Source: an optimization exercise on an open RTL-to-GDS flow (aim: small area). Production flows keep margins and buffers that such runs may drop. The RTL was checked by simulation tests, not by an equivalence proof against the original design.

`flow/run.sh`:
```
#!/bin/bash
# synth_recipe.tcl (not shown) runs the flow's synth.tcl, then flattens the netlist and writes it again
# the make line also repeats each setting of config.mk as NAME=value (left out here)
make -C /OpenROAD-flow-scripts/flow DESIGN_CONFIG=/design/flow/config.mk WORK_HOME=/design/flow/orfs CLKGATE_MAP_FILE= SYNTH_SCRIPT=/design/flow/synth_recipe.tcl finish
```
`flow/config.mk`:
```
export PLATFORM = sky130hd
export DESIGN_NAME = sd_input
export DESIGN_NICKNAME = sd_input
export VERILOG_FILES = /design/flow/design.v
export SDC_FILE = /design/flow/constraint.sdc
export NUM_CORES = 4
export LEC_CHECK = 0
export CAP_MARGIN = 20
export CORE_MARGIN = 2
export CORE_UTILIZATION = 40
export PLACE_DENSITY = 0.6
export SLEW_MARGIN = 20
```
`flow/constraint.sdc`:
```
create_clock -name core_clock -period 180.0 [get_ports {clk}]
set_input_delay 36.0000 -clock core_clock [delete_from_list [all_inputs] [get_ports {clk}]]
set_output_delay 36.0000 -clock core_clock [all_outputs]
set_load 0.01 [all_outputs]
```
`flow/design.v`:
```
module sinc3_filter #(
    parameter RW  = 9,                  
    parameter W1  = 11,                 
    parameter W2  = 18,
    parameter W3  = 25,
    parameter DW  = 24,                 
    parameter NS  = 4,                  
    parameter NA  = 7,                  
    parameter PA  = 3,                  
    parameter NE  = 8                   
) (
    input  wire          clk,
    input  wire          clr,           
    input  wire          edge_in,       
    input  wire          d,
    input  wire          xr,            
    input  wire          x2r,
    input  wire          x3r,
    input  wire [DW:0]   r3,            
    input  wire          zero,          
    input  wire          start,         
    input  wire          hold_d,        
    output wire [23:0]   result         
);
    localparam NB = NE / NS;            
    reg  [W1-1:0] i1;
    reg  [W2-1:0] i2;
    reg  [W3-1:0] i3;
    wire dd = edge_in & d;
    wire [W1-1:0] cpart = (x2r ? 3 : 0) - (xr ? 3 : 0) - (x3r ? 1 : 0);
    wire [W1-1:0] u = i1 + cpart + {{(W1-1){1'b0}}, dd};
    wire [W2-1:0] v = i2 + {{(W2-W1){u[W1-1]}}, u};
    wire [W3-1:0] k = i3 + {{(W3-W2){v[W2-1]}}, v};
    always @(posedge clk) begin
        if (clr) begin
            i1 <= {W1{1'b0}};
            i2 <= {W2{1'b0}};
            i3 <= {W3{1'b0}};
        end else if (edge_in) begin
            i1 <= u;
            i2 <= v;
            i3 <= k;
        end
    end
    reg  [3:0]    ph;                   
    reg  [DW-1:0] rem;
    reg  [24:0]   a;
    reg  [NE-1:0] e;
    wire phA0 = (ph == 4'd0);
    wire phA  = (ph < NA);
    wire phB0 = zero | (ph == NA);
    wire phB  = zero | ((ph >= NA) && (ph < NA + NB));
    reg  [DW-1:0] rin;
    reg  [NS-1:0] bin;
    integer m;
    always @(*) begin
        rin = rem;
        bin = {NS{1'b0}};
        if (zero) begin
            rin = {{(DW-1){1'b0}}, 1'b1} << (25 - NE);
        end else if (phA0) begin
            rin = k[DW-1:0] >> PA;
            for (m = 0; m < PA; m = m + 1)
                bin[NS-PA+m] = k[m];
        end else if (phB0) begin
            rin = (rem >> NE) | ({{(DW-1){1'b0}}, 1'b1} << (25 - NE));
            bin = rem[NE-1:NE-NS];
        end else if (phB) begin
            bin = e[NE-1:NE-NS];
        end
    end
    reg  [DW-1:0] rs [0:NS];
    reg  [NS-1:0] qs;
    reg  [DW:0]   t;
    reg  [DW+1:0] df;
    integer j;
    always @(*) begin
        rs[0] = rin;
        for (j = 0; j < NS; j = j + 1) begin
            t  = {rs[j], bin[NS-1-j]};
            df = {1'b0, t} - {1'b0, r3};
            qs[NS-1-j] = ~df[DW+1];
            rs[j+1] = df[DW+1] ? t[DW-1:0] : df[DW-1:0];
        end
    end
    always @(posedge clk) begin
        rem <= rs[NS];
        if (zero)
            ph <= NA + 1;
        else if (start)
            ph <= 4'd0;
        else if (ph < NA + NB)
            ph <= ph + 4'd1;
        if (zero)
            a <= 25'd0;
        else if (phA)
            a <= {a[24-NS:0], qs};
        if (phB0)
            e <= {(zero ? {(NE-NS){1'b0}} : rem[NE-NS-1:0]), qs};
        else if (phB)
            e <= {e[NE-NS-1:0], qs};
    end
    wire [25:0] ae = {1'b0, a} + (hold_d ? {{(26-NE){1'b0}}, e} : 26'd0) + 26'd1;
    wire [24:0] q  = ae[25:1];
    assign result = q[24] ? 24'h7FFFFF : {~q[23], q[22:0]};
endmodule
module sd_input (
    input  wire        clk,
    input  wire        rst,
    input  wire        en,
    input  wire        cmp_en,
    input  wire [8:0]  ctl_osr,
    input  wire [5:0]  prot_osr,
    input  wire [7:0]  cmp_cnt,
    input  wire [15:0] thr_hi,
    input  wire [15:0] thr_lo,
    input  wire [14:0] hys,
    input  wire        smp,
    input  wire        d,
    output reg  [23:0] ctl_res,
    output reg  [23:0] prot_res,
    output reg         cmp,
    output reg         stuck,
    output wire        invalid
);
    wire [8:0] ctl_r  = (ctl_osr < 9'd64)   ? 9'd64  :
                        (ctl_osr > 9'd256)  ? 9'd256 : ctl_osr;
    wire [5:0] prot_r = (prot_osr < 6'd16)  ? 6'd16  :
                        (prot_osr > 6'd32)  ? 6'd32  : prot_osr;
    wire [7:0] cnt    = (cmp_cnt == 8'd0) ? 8'd1 : cmp_cnt;
    reg  en_q;
    wire clr   = en & ~en_q;             
    wire edge0 = smp & en & en_q;
    reg        v1, v2;
    reg [15:0] hi1, lo1;
    reg [14:0] hys1;
    always @(posedge clk) begin
        if (rst) begin
            en_q <= 1'b0;
            v1   <= 1'b0;
            v2   <= 1'b0;
        end else begin
            en_q <= en;
            v1   <= edge0;
            v2   <= v1;
        end
        if (edge0) begin                 
            hi1  <= thr_hi;
            lo1  <= thr_lo;
            hys1 <= hys;
        end
    end
    reg [767:0] hist;                    
    reg [9:0]   nedge;                   
    always @(posedge clk) begin
        if (edge0)
            hist <= {hist[766:0], d};
        if (clr)
            nedge <= 10'd0;
        else if (edge0 && !(nedge[9] && nedge[8]))
            nedge <= nedge + 10'd1;
    end
    wire [192:0] tc1, tc2, tc3;
    wire [16:0]  tp1, tp2, tp3;
    genvar g;
    generate
        for (g = 0; g < 193; g = g + 1) begin : g_tc
            assign tc1[g] = hist[g + 63];
            assign tc2[g] = hist[2 * g + 127];
            assign tc3[g] = hist[3 * g + 191];
        end
        for (g = 0; g < 17; g = g + 1) begin : g_tp
            assign tp1[g] = hist[g + 15];
            assign tp2[g] = hist[2 * g + 31];
            assign tp3[g] = hist[3 * g + 47];
        end
    endgenerate
    wire [7:0] ci = ctl_r - 9'd64;
    wire [4:0] pi = prot_r - 6'd16;
    wire [9:0] ctl_2r = {ctl_r, 1'b0};
    wire [9:0] ctl_3r = {ctl_r, 1'b0} + {1'b0, ctl_r};
    wire [9:0] prot_2r = {3'b000, prot_r, 1'b0};
    wire [9:0] prot_3r = {3'b000, prot_r, 1'b0} + {4'b0000, prot_r};
    wire c_x1 = tc1[ci] & (nedge >= {1'b0, ctl_r});
    wire c_x2 = tc2[ci] & (nedge >= ctl_2r);
    wire c_x3 = tc3[ci] & (nedge >= ctl_3r);
    wire p_x1 = tp1[pi] & (nedge >= {4'b0000, prot_r});
    wire p_x2 = tp2[pi] & (nedge >= prot_2r);
    wire p_x3 = tp3[pi] & (nedge >= prot_3r);
    wire [24:0] ctl_r3 = ctl_r * ctl_r * ctl_r;
    reg  [15:0] prot_r3;
    always @(*) begin
        case (prot_r)
            6'd16: prot_r3 = 16'd4096;
            6'd17: prot_r3 = 16'd4913;
            6'd18: prot_r3 = 16'd5832;
            6'd19: prot_r3 = 16'd6859;
            6'd20: prot_r3 = 16'd8000;
            6'd21: prot_r3 = 16'd9261;
            6'd22: prot_r3 = 16'd10648;
            6'd23: prot_r3 = 16'd12167;
            6'd24: prot_r3 = 16'd13824;
            6'd25: prot_r3 = 16'd15625;
            6'd26: prot_r3 = 16'd17576;
            6'd27: prot_r3 = 16'd19683;
            6'd28: prot_r3 = 16'd21952;
            6'd29: prot_r3 = 16'd24389;
            6'd30: prot_r3 = 16'd27000;
            6'd31: prot_r3 = 16'd29791;
            default: prot_r3 = 16'd32768;
        endcase
    end
    wire [23:0] ctl_q, prot_q;
    wire        zero = clr;
    sinc3_filter #(.RW(9), .W1(11), .W2(18), .W3(25), .DW(24),
                   .NS(4), .NA(7), .PA(3), .NE(8)) u_ctl (
        .clk(clk), .clr(clr), .edge_in(edge0), .d(d),
        .xr(c_x1), .x2r(c_x2), .x3r(c_x3), .r3(ctl_r3),
        .zero(zero), .start(v2), .hold_d(hist[0]), .result(ctl_q)
    );
    sinc3_filter #(.RW(6), .W1(8), .W2(12), .W3(16), .DW(15),
                   .NS(5), .NA(5), .PA(0), .NE(15)) u_prot (
        .clk(clk), .clr(clr), .edge_in(edge0), .d(d),
        .xr(p_x1), .x2r(p_x2), .x3r(p_x3), .r3(prot_r3),
        .zero(zero), .start(v2), .hold_d(hist[0]), .result(prot_q)
    );
    wire signed [23:0] p    = prot_q;
    wire signed [24:0] hi_o = {thr_sx(hi1), 8'hFF};
    wire signed [24:0] lo_o = {thr_sx(lo1), 8'h00};
    wire signed [16:0] lo_h = $signed({lo1[15], lo1}) + $signed({2'b00, hys1});
    wire signed [16:0] hi_h = $signed({hi1[15], hi1}) - $signed({2'b00, hys1});
    wire signed [24:0] lo_i = {lo_h, 8'h00};
    wire signed [24:0] hi_i = {hi_h, 8'h00};
    wire signed [24:0] p25  = {p[23], p};
    wire outside = (p25 > hi_o) || (p25 < lo_o);
    wire in_band  = (p25 >= lo_i) && (p25 <= hi_i);
    function [16:0] thr_sx(input [15:0] v);
        thr_sx = {v[15], v};
    endfunction
    reg [7:0] n_out, n_in;
    wire [7:0] n_out_n = outside ? ((n_out == 8'hFF) ? n_out : n_out + 8'd1) : 8'd0;
    wire [7:0] n_in_n  = in_band  ? ((n_in  == 8'hFF) ? n_in  : n_in  + 8'd1) : 8'd0;
    reg  [8:0] run;
    reg  [9:0] clear_in;
    wire       last   = hist[1] & (nedge > 10'd1);
    wire       change = hist[0] ^ last;
    wire [8:0] run_n  = change ? 9'd0 : ((run == 9'h1FF) ? run : run + 9'd1);
    wire       stuck_m = (clear_in == 10'd1) ? 1'b0 : stuck;
    wire [9:0] clear_m = (clear_in != 10'd0)  ? clear_in - 10'd1 :
                         (change && stuck)    ? 3 * ctl_r - 10'd2 : 10'd0;
    wire       hit     = (run_n == 9'd256);
    wire       stuck_n = hit ? 1'b1 : stuck_m;
    wire [9:0] clear_n = (hit && stuck_m) ? 10'd0 : clear_m;
    always @(posedge clk) begin
        if (rst) begin
            ctl_res  <= 24'd0;
            prot_res <= 24'd0;
            cmp      <= 1'b0;
            stuck    <= 1'b0;
            n_out    <= 8'd0;
            n_in     <= 8'd0;
            run      <= 9'd0;
            clear_in <= 10'd0;
        end else if (clr) begin
            stuck    <= 1'b0;
            n_out    <= 8'd0;
            n_in     <= 8'd0;
            run      <= 9'd0;
            clear_in <= 10'd0;
        end else if (!en) begin
            cmp      <= 1'b0;
            n_out    <= 8'd0;
            n_in     <= 8'd0;
        end else if (v2) begin
            ctl_res  <= ctl_q;
            prot_res <= prot_q;
            if (cmp_en) begin
                n_out <= n_out_n;
                n_in  <= n_in_n;
                if (!cmp && n_out_n >= cnt)
                    cmp <= 1'b1;
                else if (cmp && n_in_n >= cnt)
                    cmp <= 1'b0;
            end
            run      <= run_n;
            stuck    <= stuck_n;
            clear_in <= clear_n;
        end
    end
    assign invalid = ~en | stuck;
endmodule
```
==> results.py <==
metrics = {
    "clocking": {
        "cts.repair_timing.setup_buffer_count": 0,
        "clock_tree.root_cell": "sky130_fd_sc_hd__clkbuf_16",
        "htree_num_levels": 3,
        "cts-resized-gates": 0,
        "clk-insertion-delay-late_ns": 0.80,
        "cts_hold_buffers": 0,
        "max-clock-path-buffers": 3,
        "cts.clk_slew.worst_paths_ns": 0.06,
        "cts.sink_count": 1121,
        "cts_made_buffers": 118,
        "tritoncts": "done",
    },
    "logic_synthesis": {
        "synthesis.instances": 6769,
        "syn_avg_cell_area_um2": 10.3,
        "post_synth_fa_ha_maj_area_fraction": 0.151,
        "synth-compound-area-share": 0.144,
        "yosysSeqAreaShare": 0.444,
        "largest_family_of_logic_cells_by_synthesized_area": "adder cells",
        "async_reset_ff_frac": 0,
        "synth-simple-area-share": 0.142,
        "netlist_top_cells_count": "880 x sky130_fd_sc_hd__nand2_1, 838 x sky130_fd_sc_hd__edfxtp_1, 565 x sky130_fd_sc_hd__ha_1",
        "synth-xor-area-share": 0.0437,
        "synth-seq-cells": 1121,
        "yosys-top-cells-area": "sky130_fd_sc_hd__edfxtp_1 36%, sky130_fd_sc_hd__ha_1 10%, sky130_fd_sc_hd__dfxtp_1 8.2%",
        "synth_top_area_cell": "sky130_fd_sc_hd__edfxtp_1",
        "post_synth_instance_area_mm2": 0.0695,
        "synth.most_common_cell": "sky130_fd_sc_hd__nand2_1",
        "synth.top_cell.area_share": 0.362,
        "yosys.cell_types.count": 117,
        "ys_dominant_reg_cell": "sky130_fd_sc_hd__edfxtp_1",
        "ys_warn_count": 5,
        "synth_edf_count": 838,
        "synth.mux.area_fraction": 0.0361,
    },
    "floorplan": {
        "die_width_um": 421,
        "design.portCount": 127,
        "placeableCoreArea_mm2": 0.172,
        "fp.dieArea_mm2": 0.177,
        "row_count": 152,
        "start_util": 0.404,
        "chipHeight_um": 421,
    },
    "timing": {
        "fin_tns_setup_ns": 0,
        "worst_clock_skew_ns": 0.101,
        "period_utilization_post_route": 0.409,
        "highest_achievable_clock_rate_mhz": 13.6,
        "final-hold-violation-count": 0,
        "layout_setup_ws_ns": 106.47,
        "worst_slew_margin_rel": 0.190,
        "min_period_ns": 73.54,
        "drv_slew": 0,
        "worst-slew-pin-transition_ns": 1.18,
        "finalSetupViolCount": 0,
        "grt_setup_unrepaired": "false",
    },
    "drt": {
        "drc_errors": 0,
        "drtPass1Iterations": 6,
        "routed_via_density": 5.55,
        "drt.antenna.violating_nets": 0,
        "routed_via_count": 51400,
        "detailedRoute.firstIterationViolations": 4327,
        "wirelength_per_cell_um": 19.5,
        "drt_wl_total_mm": 180,
    },
    "global_route": {
        "overflow": 0,
        "via_count_of_the_first_global_routing_pass": 49700,
        "antenna_violations_before_repair": 1,
        "grt_pass1_wl_mm": 281,
        "pin_count_of_the_biggest_net_entering_global_routing": 179,
        "grt_use_total": 0.200,
    },
    "critical_path": {
        "worst_path_most_repeated_cell": "sky130_fd_sc_hd__clkdlybuf4s50_1",
        "critical-path-max-stage-delay_ns": 0.55,
        "reg2reg_slack_ns": 156.85,
        "worstPathMaxFanout": 8,
        "worstSetupEndpointType": "output port",
        "cp_cell_sequence": "clkdlybuf4s50_1 -> buf_4 -> nand2b_1 -> clkdlybuf4s50_1",
        "worst_path_dominant_cell_family": "buffers and inverters",
        "cp_slowest_cell": "sky130_fd_sc_hd__clkdlybuf4s50_1",
        "cp_data_required_time_ns": 144.00,
        "worstSetupStartpointType": "primary input",
        "worst-endpoint-arrival_ns": 37.54,
        "type_of_the_worst_setup_path": "in2out",
        "crit_path_buffers_inverters": 3,
    },
    "layout": {
        "area.growth.synth_to_final_pct": 11.2,
        "diodes": 0,
        "fin_area_mm2": 0.0773,
        "layout_cell_share_with_drive_strength_beyond_1": 0.0681,
        "fillers": 16100,
        "final_nets": 7645,
    },
    "placed_design": {
        "detailedPlacementHpwl_mm": 126,
        "dp_worst_setup_slack_ns": 106.44,
        "input_output_buffers": 126,
        "dpl-instance-area_mm2": 0.0732,
        "place.gp.congestion": 0.888,
    },
    "status": {
        "run_status": "timing/DRC/antenna clean",
    },
    "flow_run": {
        "maxCapViolCount": 0,
    },
    "hold_path": {
        "hold_wc_path_type": "reg2reg",
    },
}
-- per-layer routing --
metal / track usage / part of all wire
met3: 0.0287 / 0.056
met1: 0.276 / 0.46
met5: 0 / 0
met4: 0.0576 / 0.026
met2: 0.325 / 0.46
-- placed cells by master, fill, tap and decap left out, types with 84 or more instances in the layout --
master,count
sky130_fd_sc_hd__inv_1,432
sky130_fd_sc_hd__nand2_1,880
sky130_fd_sc_hd__fa_1,170
sky130_fd_sc_hd__nor2_1,400
sky130_fd_sc_hd__xor2_1,128
sky130_fd_sc_hd__a21o_1,122
sky130_fd_sc_hd__nor3_1,131
sky130_fd_sc_hd__o21ai_0,239
sky130_fd_sc_hd__a21oi_1,440
sky130_fd_sc_hd__mux2_2,84
sky130_fd_sc_hd__nand3_1,221
sky130_fd_sc_hd__mux2i_1,100
sky130_fd_sc_hd__clkdlybuf4s50_1,125
sky130_fd_sc_hd__edfxtp_1,838
sky130_fd_sc_hd__dfxtp_1,283
sky130_fd_sc_hd__clkbuf_16,118
sky130_fd_sc_hd__a211oi_1,107
sky130_fd_sc_hd__xnor2_1,213
sky130_fd_sc_hd__ha_1,565
-- cell families (layout without fill, tap and decap cells) --
| family | Yosys count | in the layout |
|---|---|---|
| other cells | 2 | 13 |
| xor+xnor | 343 | 343 |
| buf+inv | 711 | 866 |
| fa+ha+maj | 735 | 735 |
| simple gates | 2138 | 2138 |
| mux | 214 | 214 |
| flops | 1121 | 1121 |
| compound gates | 1505 | 1505 |
-- stage by stage --
stage / hold WS, ns / std cells / utilization
after floorplan: 0.400 / 6780 / -
after global placement: 0.400 / 9024 / 0.425
after detailed placement: 0.405 / 9024 / 0.425
after CTS: 0.407 / 9245 / 0.449
after global routing: 0.413 / 9245 / 0.449
final: 0.397 / 9245 / 0.449
-- state kept, by name (all words and copies together), names as in the netlist, 9 cells and up --
signal / count
nedge: 10
lo1: 16
u_ctl.i3: 24
hi1: 16
u_ctl.i2: 18
hys1: 15
u_prot.rem: 15
u_ctl.a: 25
clear_in: 10
u_prot.i3: 15
prot_res: 24
u_prot.i2: 12
u_ctl.i1: 11
ctl_res: 24
u_prot.a: 25
hist: 768
run: 9
u_ctl.rem: 24
u_prot.e: 15
-- final timing paths --
| kind | from | endpoint | depth (start not counted) |
|---|---|---|---|
| worst max-delay path | en | invalid | 4 |
| worst min-delay path | hist[418]$_DFFE_PP_ | hist[419]$_DFFE_PP_ | 0 |
| worst max register to register | nedge[0]$_SDFFE_PP0P_ | u_prot.rem[8]$_DFF_P_ | 87 |
| worst min register to register | hist[418]$_DFFE_PP_ | hist[419]$_DFFE_PP_ | 0 |
-- worst reg2reg max path, delay by kind of cell, from the launching register on --
kind / cells / cell delay [ns]
simple gates: 22 / 4.64
compound gates: 39 / 10.61
buf+inv: 11 / 2.01
flops: 1 / 0.49
xor+xnor: 2 / 0.70
mux: 2 / 0.96
fa+ha+maj: 11 / 3.68
-- final cells by class --
| class | instances | area (um2) | area share |
|---|---|---|---|
| repair buffers | 199 | 1820 | 0.0235 |
| multi-input cells | 4948 | 36000 | 0.466 |
| clock buffers | 140 | 3120 | 0.0403 |
| flip-flops and latches | 1121 | 30800 | 0.399 |
| well taps | 2310 | 2890 | 0.0374 |
| clock inverters | 81 | 910 | 0.0118 |
| inverters | 446 | 1690 | 0.0218 |

## static timing again, ports no longer ideal
In the flow no input, the clock included, has a driving cell. The finished layout below was timed again as built, in two steps. Step 1 assumes that a clkbuf_16 drives the clock port and a buf_2 every other input. Step 2, shift: input delay + t, output delay - t, t = (earliest + latest rising clock arrival at the registers) / 2. This alone moves slack from input paths to output paths. a / b / c = ideal / step 1 / step 2; a / b = the first two.
t (ns): 0.830
setup slack, ns: 106.465 / 106.436 / 106.436
clock arrival spread, ns: 0.101 / 0.100
cell pins on the clock port's net: 1
After both steps this run still meets setup and hold. The setup slack of this run moves by -0.029 ns with the drivers and by -0.029 ns with both steps.
